From an optimization exercise on the open Yosys and OpenROAD flow, aimed at small area, a short achievable clock period and few clock cycles; shortcuts taken in it are not production practice. RTL that was checked went through simulation tests only; none was proved equivalent to the original. Only the layout flow was run in runs 2 and 3; the RTL was not checked for function there.

## flow/design.v (module list and top-level ports; edited modules follow where they fit)
// module arc_detector: 1553 lines
module arc_detector (
    input  wire        clk,
    input  wire        rst,         
    input  wire [14:0] depth,       
    input  wire [14:0] alpha,       
    input  wire [14:0] floor_q,     
    input  wire [5:0]  confirm,     
    input  wire [15:0] holdoff,     
    input  wire [7:0]  limit,       
    input  wire [15:0] learn,       
    input  wire        latch_in,    
    input  wire        s_valid,
    input  wire [15:0] s_data,      
    input  wire        s_clr,       
    output wire        s_ready,
    output reg         r_valid,
    output reg         r_evt,       
    output reg         r_inh,       
    output reg         r_latch,     
    output reg  [31:0] r_arcs       
);
  // ...
==> flow/run.sh <==
#!/bin/bash
# synth_recipe.tcl (not shown) runs the flow's synth.tcl, then flattens the netlist and writes it again
# the make line also repeats each setting of config.mk as NAME=value (left out here)
make -C /OpenROAD-flow-scripts/flow DESIGN_CONFIG=/design/flow/config.mk WORK_HOME=/design/flow/orfs CLKGATE_MAP_FILE= SYNTH_SCRIPT=/design/flow/synth_recipe.tcl finish
==> flow/config.mk <==
export PLATFORM = sky130hd
export DESIGN_NAME = arc_detector
export DESIGN_NICKNAME = arc_detector
export VERILOG_FILES = /design/flow/design.v
export SDC_FILE = /design/flow/constraint.sdc
export NUM_CORES = 4
export LEC_CHECK = 0
export CAP_MARGIN = 20
export CORE_MARGIN = 2
export CORE_UTILIZATION = 40
export SLEW_MARGIN = 20
==> flow/constraint.sdc <==
create_clock -name core_clock -period 14.0 [get_ports {clk}]
set_input_delay 2.8000 -clock core_clock [delete_from_list [all_inputs] [get_ports {clk}]]
set_output_delay 2.8000 -clock core_clock [all_outputs]
set_load 0.01 [all_outputs]
==> metrics.md, run 1 <==
| Metric | Value |
|---|---|
| Status | no timing/DRC/antenna violations |
| Total GRT Usage | 29.2% |
| Starting density of the core | 40.5% |
| Clock buf/inv share | approximately 2.3% |
| Post-synth top cells | inv_1 (384), nor2_1 (314), a21oi_1 (270) |
| Avg WL per Cell | approximately 23 um |
| Die Footprint | around 60,000 um^2 |
| Worst-path maximum fanout | 30 |
| Clock buffer count in the final layout | 18 |
| Clock tree root buffer cell | clkbuf_16 |
| Synth unique cells | 87 |
| Routed met3 length | 9230 um |
| Footprint of the multi-input gates | 18,300 um^2 |
| # setup viols final | 0 |
| Dpl ws | 3.36 ns |
| Vias per cell | 6.28 |
| Layout Cells excl Fill | about 3,900 |
| Nets | 3,583 |
| Clock Tree Buf Depth | 2 |
| CORE AREA | 59,100 um^2 |
| Via count | around 24,000 |
| Synth top area cells | fa_1 (19%), dfxtp_1 (11%), ha_1 (7.5%) |
| Post-detailed-placement half-perimeter wirelength | approximately 66,000 um |
| Final min period | 10.81 ns |
| Highest Signal Layer | met5 |
Testbench counts, summed over its fixed seeds: cycles 192,016.
==> run 2, diff against run 1 <==
--- a/flow/design.v
+++ b/flow/design.v
@@ -16,37 +16,44 @@
     output reg         r_valid,
     output reg         r_evt,       
     output reg         r_inh,       
     output reg         r_latch,     
     output reg  [31:0] r_arcs       
 );
     localparam [10:0] POLL_LAST = 11'd1999;    
     assign s_ready = 1'b1;
-    reg               xv;
-    reg  signed [15:0] x;
-    reg               clr;
+    reg               va, vb;
+    reg  signed [15:0] xa, x;
+    reg               ca, clr;
+    reg        [15:0] dq;            
     reg        [14:0] alpha_r;
     reg        [14:0] e_r;           
+    wire       [15:0] dq_next;
     always @(posedge clk) begin
-        xv      <= s_valid & ~rst;
-        x       <= s_data;
-        clr     <= s_clr;
+        va      <= s_valid & ~rst;
+        xa      <= s_data;
+        ca      <= s_clr;
+        vb      <= va & ~rst;
+        x       <= xa;
+        clr     <= ca;
+        dq      <= dq_next;
         alpha_r <= alpha;
         e_r     <= 15'd0 - depth;
     end
+    wire xv = vb;
     reg signed [30:0] b;
     reg        [15:0] c;
     reg               m_hold, m_learn;
     reg        [10:0] poll;
     wire signed [15:0] bq = b[30:15];
     wire [14:0] bq_u = b[29:15];
     wire above_floor = ~b[30] & (b[29:15] >= floor_q);
-    wire [16:0] diff = {x[15], x} - {bq[15], bq};
-    wire [15:0] s = (diff[16] == diff[15]) ? diff[15:0] : {diff[16], {15{~diff[16]}}};
+    wire ovf = (x[15] ^ b[30]) & (dq[15] ^ x[15]);
+    wire [15:0] s = ovf ? {~b[30], {15{b[30]}}} : dq;
     wire ba_one0 = alpha_r[0] ^ 1'b0;
     wire ba_two0 = (alpha_r[1] & ~alpha_r[0] & ~1'b0) | (~alpha_r[1] & alpha_r[0] & 1'b0);
     wire ba_neg0 = alpha_r[1];
     wire ba_one1 = alpha_r[2] ^ alpha_r[1];
     wire ba_two1 = (alpha_r[3] & ~alpha_r[2] & ~alpha_r[1]) | (~alpha_r[3] & alpha_r[2] & alpha_r[1]);
     wire ba_neg1 = alpha_r[3];
     wire ba_one2 = alpha_r[4] ^ alpha_r[3];
     wire ba_two2 = (alpha_r[5] & ~alpha_r[4] & ~alpha_r[3]) | (~alpha_r[5] & alpha_r[4] & alpha_r[3]);
@@ -1472,21 +1479,29 @@
     wire td_276;
     assign td_276 = (td_215 & bd_p7_15) | (td_215 & td_214) | (bd_p7_15 & td_214);
     wire td_277;
     assign td_277 = 1'b1 ^ td_216 ^ ~bd_p7_16;
     wire [30:0] td_s = {td_276, td_274, td_272, td_270, td_268, td_266, td_264, td_262, td_260, td_258, td_256, td_254, td_252, td_250, td_248, td_246, td_244, td_242, td_240, td_238, td_236, td_234, td_232, td_230, td_228, td_226, td_224, td_222, td_220, td_218, td_217};
     wire [30:0] td_c = {td_277, td_275, td_273, td_271, td_269, td_267, td_265, td_263, td_261, td_259, td_257, td_255, td_253, td_251, td_249, td_247, td_245, td_243, td_241, td_239, td_237, td_235, td_233, td_231, td_229, td_227, td_225, td_223, td_221, td_219, bd_p0_0};
     wire [30:0] td_sum = td_s + td_c;
     wire below  = x[15] | ~td_sum[30];
+    wire [15:0] dq_frz = xa - bq;
+    wire [15:0] xa_p1  = xa + 16'd1;
+    wire [30:0] r1     = {xa_p1, 15'd0};
+    wire [30:0] cs_s   = r1 ^ ~ta_s ^ ~ta_c;
+    wire [30:0] cs_c   = (r1 & ~ta_s) | (r1 & ~ta_c) | (~ta_s & ~ta_c);
+    wire [30:0] v_sum  = cs_s + {cs_c[29:0], 1'b1};
+    wire [15:0] dq_upd = v_sum[30:15];
     wire detect = above_floor & below;
     wire c_one = (c == 16'd1);
     wire [15:0] c_dec = c - 16'd1;
     wire arc = ~m_hold & ~m_learn & detect & c_one;
     wire upd = ~m_hold & (m_learn | ~detect);
+    assign dq_next = (xv & upd) ? dq_upd : dq_frz;
     wire [31:0] arcs_inc = r_arcs + 32'd1;
     wire poll_end = (poll == POLL_LAST);
     reg        n_inh, n_latch, n_hold_mode, n_learn_mode;
     reg [31:0] n_arcs;
     reg [15:0] n_c;
     always @(*) begin
         n_inh        = r_inh;
         n_latch      = r_latch;
==> flow/flow/run.sh (new file) <==
#!/bin/bash
# The standard layout, with timing repair asked to leave setup slack so that
# the design runs well below the fixed clock period.
set -euo pipefail
bash standard.sh SETUP_SLACK_MARGIN=8 finish > standard.log 2>&1
==> flow/standard.sh (new file) <==
#!/bin/bash
# synth_recipe.tcl (not shown) runs the flow's synth.tcl, then flattens the netlist and writes it again
# the make line also repeats each setting of config.mk as NAME=value (left out here)
make -C /OpenROAD-flow-scripts/flow DESIGN_CONFIG=/design/flow/config.mk WORK_HOME=/design/flow/orfs CLKGATE_MAP_FILE= SYNTH_SCRIPT=/design/flow/synth_recipe.tcl "${@:-finish}"
removed: flow/run.sh
==> run 2 against run 1 <==
Effect of this change: still clean; clock skew grew 0.0020 ns; critical path depth down 7; setup slack better by 4.5 ns; final cell count grew 15%; first-iteration DRC count fell by 13%.
==> metrics.md, run 2 <==
| Metric | Value |
|---|---|
| Status | no timing/DRC/antenna violations |
| Max capacitance violation total | 0 |
| Dpl cells | 4,275 |
| Post-detailed-placement half-perimeter wirelength | 64,300 um (-3.0%) |
| Total Routed Length | about 98,000 um |
| CP delay by family, top | adder cells |
| Synth Register Bits | 178 |
| Insertion delay to the later sink of the worst-skew pair | around 0.50 ns |
| Setup tns final | 0 ns |
| Total GRT Usage | 27.1% (-2.1 points) |
| Slew HR | ~27% |
| Top flop regs | r_arcs x32, b x31 |
| Vias per cell | 6.01 (-4.3%) |
| Grt ovf | 0 |
| Main synth FF type | dfxtp_1 |
| Layout Cells excl Fill | 4,464 (+15%) |
| First-pass GRT wire length | 144,000 um |
| Async set-or-reset flop fraction in the synthesized netlist | 0% |
| Post-synthesis cell type with the largest combined area | fa_1 |
| Horiz. Die Dim | approximately 260 um |
| Routability Congestion | roughly 0.9 |
| Max reg flops | 32 |
| Maximum clock rate | 0.159 GHz |
| Final min period | 6.29 ns (-4.52 ns) |
| Most common cell after layout, fill and taps aside | inv_1 |
| RSZ-0062 raised after global routing | true |
| Fin Clk Skew | 0.0197 ns |
| Final hold violations | 0 |
| Syn Nets | 4,020 |
| Sink Count | 178 |
| Dpl ws | 6.22 ns (+2.86 ns) |
| Crit-path max cell delay | 0.58 ns |
| Crit path DAT | 6.67 ns |
| Avg WL per Cell | 21.9 um (-6.6%) |
| Syn Inst Count | 3,484 |
| # DRC | 0 |
| Critical path buffers and inverters | 5 |
| Diodes inserted | 0 |
| Syn-to-layout area delta | 23.0% |
| Worst-path clk slew | 0.08 ns |
| Largest net degree at the start of global routing | 96 |
| Die Y | 261 um |
| DRT antenna net count | 0 |
| Ys Warns | 1 |
| Largest register by flop count | r_arcs |
| Post-synth top cells | inv_1 (376), nor2_1 (333), nand2_1 (332) |
| Clock Tree Buf Depth | 2 (unchanged) |
| Share of cells above drive strength 1 | between 10% and 20% |
| Starting density of the core | 40.3% (-0.13 points) |
| Crit start category | flop |
| Pre-antenna DRT Iters | 6 |
| Io pins | around 150 |
| Via count | 26,800 (+9.8%) |
| CORE AREA | 65,700 um^2 (+11%) |
| Row Count | 94 |
| CTS Hold Bufs | 0 |
| Antenna violations before repair | 1 |
| Worst setup margin | 7.71 ns |
| Final period util | 44.9% |
| Synth top area cells | fa_1 (18%), dfxtp_1 (12%), ha_1 (8.8%) |
| Cell mode on critical path | fa_1 |
| Worst-path maximum fanout | 5 (-83%) |
| Hold Crit Class | flop to flop |
| Die Footprint | 68,400 um^2 (+11%) |
| Number of enable flip-flop cells after synthesis | 18 |
| CTS Buf Count | 17 |
| Clock tree root buffer cell | clkbuf_16 |
| CTS tree | yes |
| Filler cells | 6,292 |
| Nets | 4,123 (+15%) |
| Slowest cell on crit path | fa_1 |
| CP Class | flop to flop |
| CTS H-Tree Depth | 4 |
| # setup viols final | 0 (unchanged) |
| CP endpoint kind | flop |
| Avg Synthesized Cell Area | around 7.6 um^2 |
| Vias in the first global route | between 20,000 and 25,000 |
| Commonest non-fill, non-tap cells in the layout | inv_1 (370), nand2_1 (323), nor2_1 (322) |
| Post-synthesis sequential area ratio | 14.1% |
| Cell with the most instances after synthesis | inv_1 |
| Mapped Area | 26,500 um^2 |
| Synth unique cells | 82 (-5.7%) |
| Worst-margin pin slew | 1.08 ns |
| Iter 0 DRT Violations | 2,584 |
| Buffers on Ports | 147 |
| Yosys top cell area share | 17.9% |
| CP required | approximately 14 ns |
| Max-slew violation count | 0 |
[run 2: cell types whose count changed after synthesis, sizes merged, moves of 19 or more]
cell	before	now
nand2	164	332
maj3	5	60
ha	144	187
a221oi	101	62
o22ai	97	58
dfxtp	126	160
o221ai	10	44
a22oi	66	96
a21oi	270	244
a221o	19	0
[run 2: what timing repair did]
action,CTS,global route
setup endpoints to repair,99,96
gates cloned,14,22
setup buffers,66,55
gates resized for setup,285,164
pin swaps,55,46
[run 2: through the flow]
| stage | util, % | instance area [um^2] | hold WS (ns) |
|---|---|---|---|
| floorplan | - | 26600 | 0.310 |
| global placement | 43.5 | 28600 | 0.310 |
| detailed placement | 43.5 | 28600 | 0.313 |
| CTS | 47.3 | 31100 | 0.329 |
| global route | 49.6 | 32600 | 0.334 |
| finish | 49.6 | 32600 | 0.324 |
[run 2: path summary, 6_finish.rpt]
check | depth (start not counted) | slack (ns) | from | end
setup / recovery | 26 | 7.71 | dq[15]$_DFF_P_ | dq[13]$_DFF_P_
hold reg to reg | 0 | 0.32 | ca$_DFF_P_ | clr$_DFF_P_
setup reg to reg | 26 | 7.71 | dq[15]$_DFF_P_ | dq[13]$_DFF_P_
hold / removal | 0 | 0.32 | ca$_DFF_P_ | clr$_DFF_P_
[run 2: area by class of cell]
type	count	area, um^2	area share (%)
multi-input combinational	2652	21800	66.7
sequential	178	3830	11.7
timing repair buffer	351	3820	11.7
inverter	387	1490	4.56
tap	864	1080	3.32
clock buffer	22	475	1.46
clock inverter	10	148	0.453
[run 2: layer usage]
metal  routed length [um]  vias to the layer above  track usage (%)
met3                 7950                      283             4.24
met1                40400                    12900             36.2
met5                    0                        -                0
met4                 4460                        0             9.64
met2                45000                     1206             44.4
li1                     -                    12400                -
[run 2: cell families after synthesis]
family | Yosys count | synth area share, %
AND/OR/NAND/NOR | 941 | 15.9
buffers and inverters | 673 | 9.58
flip-flops | 178 | 14.1
AO/OA/AOI/OAI | 1037 | 25.7
XOR/XNOR | 136 | 4.49
multiplexers | 34 | 1.29
adder cells (fa/ha/maj) | 484 | 29.0
other | 1 | 0.0141
==> run 3, diff against run 2 <==
==> flow/flow/run.sh (replaced) <==
#!/bin/bash
# The standard layout, with timing repair asked to leave setup slack so that
# the design runs well below the fixed clock period.
set -euo pipefail
bash standard.sh SETUP_SLACK_MARGIN=7 finish > standard.log 2>&1
--- a/flow/config.mk
+++ b/flow/config.mk
@@ -8,4 +8,4 @@
 export CAP_MARGIN = 20
 export CORE_MARGIN = 2
-export CORE_UTILIZATION = 40
+export CORE_UTILIZATION = 55
 export SLEW_MARGIN = 20
==> run 3 against run 2 <==
Effect of this change: worst hold slack better by 0.033 ns; setup slack got worse by 0.54 ns; wire length down 3.1%; register-to-register slack worse by 0.54 ns; still clean; highest routed layer unchanged; sequential cell count did not move.
==> metrics.md, run 3 <==
| Metric | Value |
|---|---|
| Synth top area cells | fa_1 (18%), dfxtp_1 (12%), ha_1 (8.8%) |
| Post-detailed-placement half-perimeter wirelength | 68,500 um (+6.5%) |
| Insertion delay to the later sink of the worst-skew pair | 0.49 ns (about the same) |
| Total Routed Length | 94,800 um (-3.1%) |
| Setup tns final | 0 ns (unchanged) |
| Clock Tree Buf Depth | 2 (unchanged) |
| CP required | 14.38 ns (about the same) |
| DRT antenna net count | 0 (unchanged) |
| Commonest non-fill, non-tap cells in the layout | inv_1 (376), nor2_1 (331), nand2_1 (325) |
| Total GRT Usage | 37.5% (+10 points) |
| Max reg flops | 32 (unchanged) |
| Vias in the first global route | 25,100 (+2.6%) |
| Antenna violations before repair | 3 (+2) |
| Worst path cell trace | nand2b_2 -> a21o_1 -> o21a_4 -> maj3_1 -> o22ai_1 -> a21oi_1 -> fa_1 -> inv_1 -> fa_1 -> inv_1 -> fa_1 -> fa_1 -> ha_1 -> ha_1 -> a2111oi_1 -> o21ai_0 -> o21ai_0 -> o211ai_1 -> nand3_1 -> a21oi_1 -> o21a_1 -> or3_1 -> a31o_2 |
| DR WL met2 | 44,000 um (-2.3%) |
| Largest register by flop count | r_arcs |
| Post-synthesis cell type with the largest combined area | fa_1 |
| Worst-margin pin slew | 1.05 ns (-0.0391 ns) |
| M1 wire length | 38,300 um (-5.2%) |
| Buffers on Ports | 147 (unchanged) |
| Highest Signal Layer | met4 |
| Horiz. Die Dim | 224 um (-14%) |
| Post-synth top cells | inv_1 (376), nor2_1 (333), nand2_1 (332) |
| Routability Congestion | 0.969 (+5.6%) |
| Final Util | 61.3% (+12 points) |
| Async set-or-reset flop fraction in the synthesized netlist | 0% (unchanged) |
| Share of cells above drive strength 1 | 6.15% (-8.8 points) |
| Placed Area | 28,200 um^2 (-1.3%) |
| Pre-antenna DRT Iters | 6 (unchanged) |
| Io pins | 149 (unchanged) |
| Yosys top cell area share | 17.9% (unchanged) |
| Synth unique cells | 82 (unchanged) |
| Main synth FF type | dfxtp_1 |
| Design area | 29,200 um^2 (-10%) |
| Worst-path clk slew | 0.09 ns (about the same) |
| CORE AREA | 47,600 um^2 (-28%) |
| Mapped Area | 26,500 um^2 (unchanged) |
| Die Footprint | 50,000 um^2 (-27%) |
| CP endpoint kind | flop |
| Routed met3 length | 8600 um (+8.1%) |
| Status | no timing/DRC/antenna violations |
| Cell mode on critical path | fa_1 |
| Sink Count | 178 (unchanged) |
| Worst-path maximum fanout | 21 (+16) |
| Row Count | 80 (-15%) |
| Final hold violations | 0 (unchanged) |
| Vias per cell | 6.52 (+8.5%) |
| Post-synthesis sequential area ratio | 14.1% (unchanged) |
| CP Class | flop to flop |
| Max-slew violation count | 0 (unchanged) |
| Starting density of the core | 55.7% (+15 points) |
| # DRC | 0 (unchanged) |
| Most common cell after layout, fill and taps aside | inv_1 |
| CTS Buf Count | 17 (unchanged) |
| Avg WL per Cell | 23.2 um (+6.0%) |
| Syn Inst Count | 3,484 (unchanged) |
| Crit path DAT | 7.21 ns (+0.54 ns) |
| Largest net degree at the start of global routing | 83 (-14%) |
| Number of enable flip-flop cells after synthesis | 18 (unchanged) |
| Crit-path max cell delay | 0.55 ns (-0.03 ns) |
| CTS tree | yes |
| Maximum clock rate | 0.146 GHz (-7.9%) |
| Nets | 3,986 (-3.3%) |
| Cell with the most instances after synthesis | inv_1 |
| Ys Warns | 1 (unchanged) |
| Grt ovf | 0 (unchanged) |
| # setup viols final | 0 (unchanged) |
| Dpl cells | 4,029 (-5.8%) |
| Via count | 26,600 (-0.89%) |
| Avg Synthesized Cell Area | 7.61 um^2 (unchanged) |
| Top flop regs | r_arcs x32, b x31 |
| Syn-to-layout area delta | 10.2% |
| Slowest cell on crit path | fa_1 |
| Fin Clk Skew | 0.0164 ns (-0.00327 ns) |
| Iter 0 DRT Violations | 3,163 (+22%) |
| Final period util | 48.8% (+3.9 points) |
| Die Y | 224 um (-14%) |
| Synth Register Bits | 178 (unchanged) |
| Max capacitance violation total | 0 (unchanged) |
| Crit start category | flop |
| RSZ-0062 raised after global routing | true |
| Syn Nets | 4,020 (unchanged) |
| Layout Cells excl Fill | 4,079 (-8.6%) |
| Slew HR | 30.0% (+2.6 points) |
| First-pass GRT wire length | 146,000 um (+1.3%) |
| Final min period | 6.83 ns (+0.539 ns) |
| Hold Crit Class | flop to flop |
| Clock tree root buffer cell | clkbuf_16 |
| CTS H-Tree Depth | 4 (unchanged) |
run 3: cell counts after synthesis:
Identical to the previous run, type by type.
run 3: repair_timing:
action                     CTS  global route
cloned                       2             2
setup endpoints to repair   96            93
hold buffers                 0             0
buffers inserted             4             9
pin swaps                    2             2
resized for setup           36            47
run 3: final timing paths:
kind / startpoint / cells after the start / slack, ns / end
hold / removal: ca$_DFF_P_ / 0 / 0.36 / clr$_DFF_P_
hold reg to reg: ca$_DFF_P_ / 0 / 0.36 / clr$_DFF_P_
setup / recovery: x[15]$_DFF_P_ / 23 / 7.17 / dq[4]$_DFF_P_
setup reg to reg: x[15]$_DFF_P_ / 23 / 7.17 / dq[4]$_DFF_P_
run 3: cell families after synthesis:
group / after synthesis / synth area share, %
AOI/OAI and AO/OA: 1037 / 25.7
adders and majority gates: 484 / 29.0
DFF: 178 / 14.1
buffers and inverters: 673 / 9.58
muxes: 34 / 1.29
other: 1 / 0.0141
xor gates and xnor gates: 136 / 4.49
and+or+nand+nor: 941 / 15.9
run 3: final cells by class:
| class | instances | area, um^2 |
|---|---|---|
| repair buffers | 229 | 2110 |
| diodes | 1 | 2.50 |
| inverters | 387 | 1460 |
| clock inverters | 14 | 166 |
| well taps | 615 | 769 |
| fillers | 4428 | 18400 |
| multi-input cells | 2637 | 20500 |
| flip-flops and latches | 178 | 3770 |
| clock buffers | 18 | 429 |
run 3: critical path: cells and delay by family, from the launching register on:
family | cells | cell delay [ns]
flip-flops | 1 | 0.48
buffers and inverters | 2 | 0.14
AND/OR/NAND/NOR | 3 | 0.76
adder cells (fa/ha/maj) | 7 | 2.96
AO/OA/AOI/OAI | 11 | 2.36
run 3: metrics by stage:
stage | setup WS [ns] | hold slack (ns)
3_5_place_dp | 5.77 | 0.332
5_1_grt | 6.89 | 0.366
4_1_cts | 7.01 | 0.355
6_report | 7.17 | 0.358
2_1_floorplan | 7.33 | 0.310
3_3_place_gp | 6.05 | 0.318
run 3: layer usage:
metal,global-route usage [%],vias up
li1,-,12100
met1,50.3,12800
met2,60.7,1472
met3,5.51,250
met4,15.4,0
met5,0,-

## re-timing with driven ports
No port has a modelled driver above. Below, the same layouts with a new extraction and two added sets of constraints.
Step 1, drivers: a clkbuf_16 drives clk and a buf_2 each remaining input, both assumed.
Step 2 moves the port delays by t, midway between the first and last clock arrival at a register: inputs arrive t later, outputs are due t later. That takes back most of the time a late clock gives input paths.
Three values: no drivers, after step 1, after step 2; two values: the first two.
| run | t (ns) | setup slack, ns | hold slack, ns | worst setup path after step 2 | worst slew at a driven data input, ns |
|---|---|---|---|---|---|
| run 1 | 0.546 | 3.189 / 3.189 / 3.189 | 0.464 / 0.464 / 0.464 | register to register | 0.11 |
| run 2 | 0.553 | 7.710 / 7.710 / 7.528 | 0.324 / 0.324 / 0.324 | input to register | 0.07 |
| run 3 | 0.544 | 7.171 / 7.171 / 7.060 | 0.358 / 0.358 / 0.358 | input to register | 0.11 |
After both steps every run listed still meets setup and hold. For run 2, which loses most, drivers alone change the setup slack by 0.000 ns; drivers and shift together by -0.182 ns.
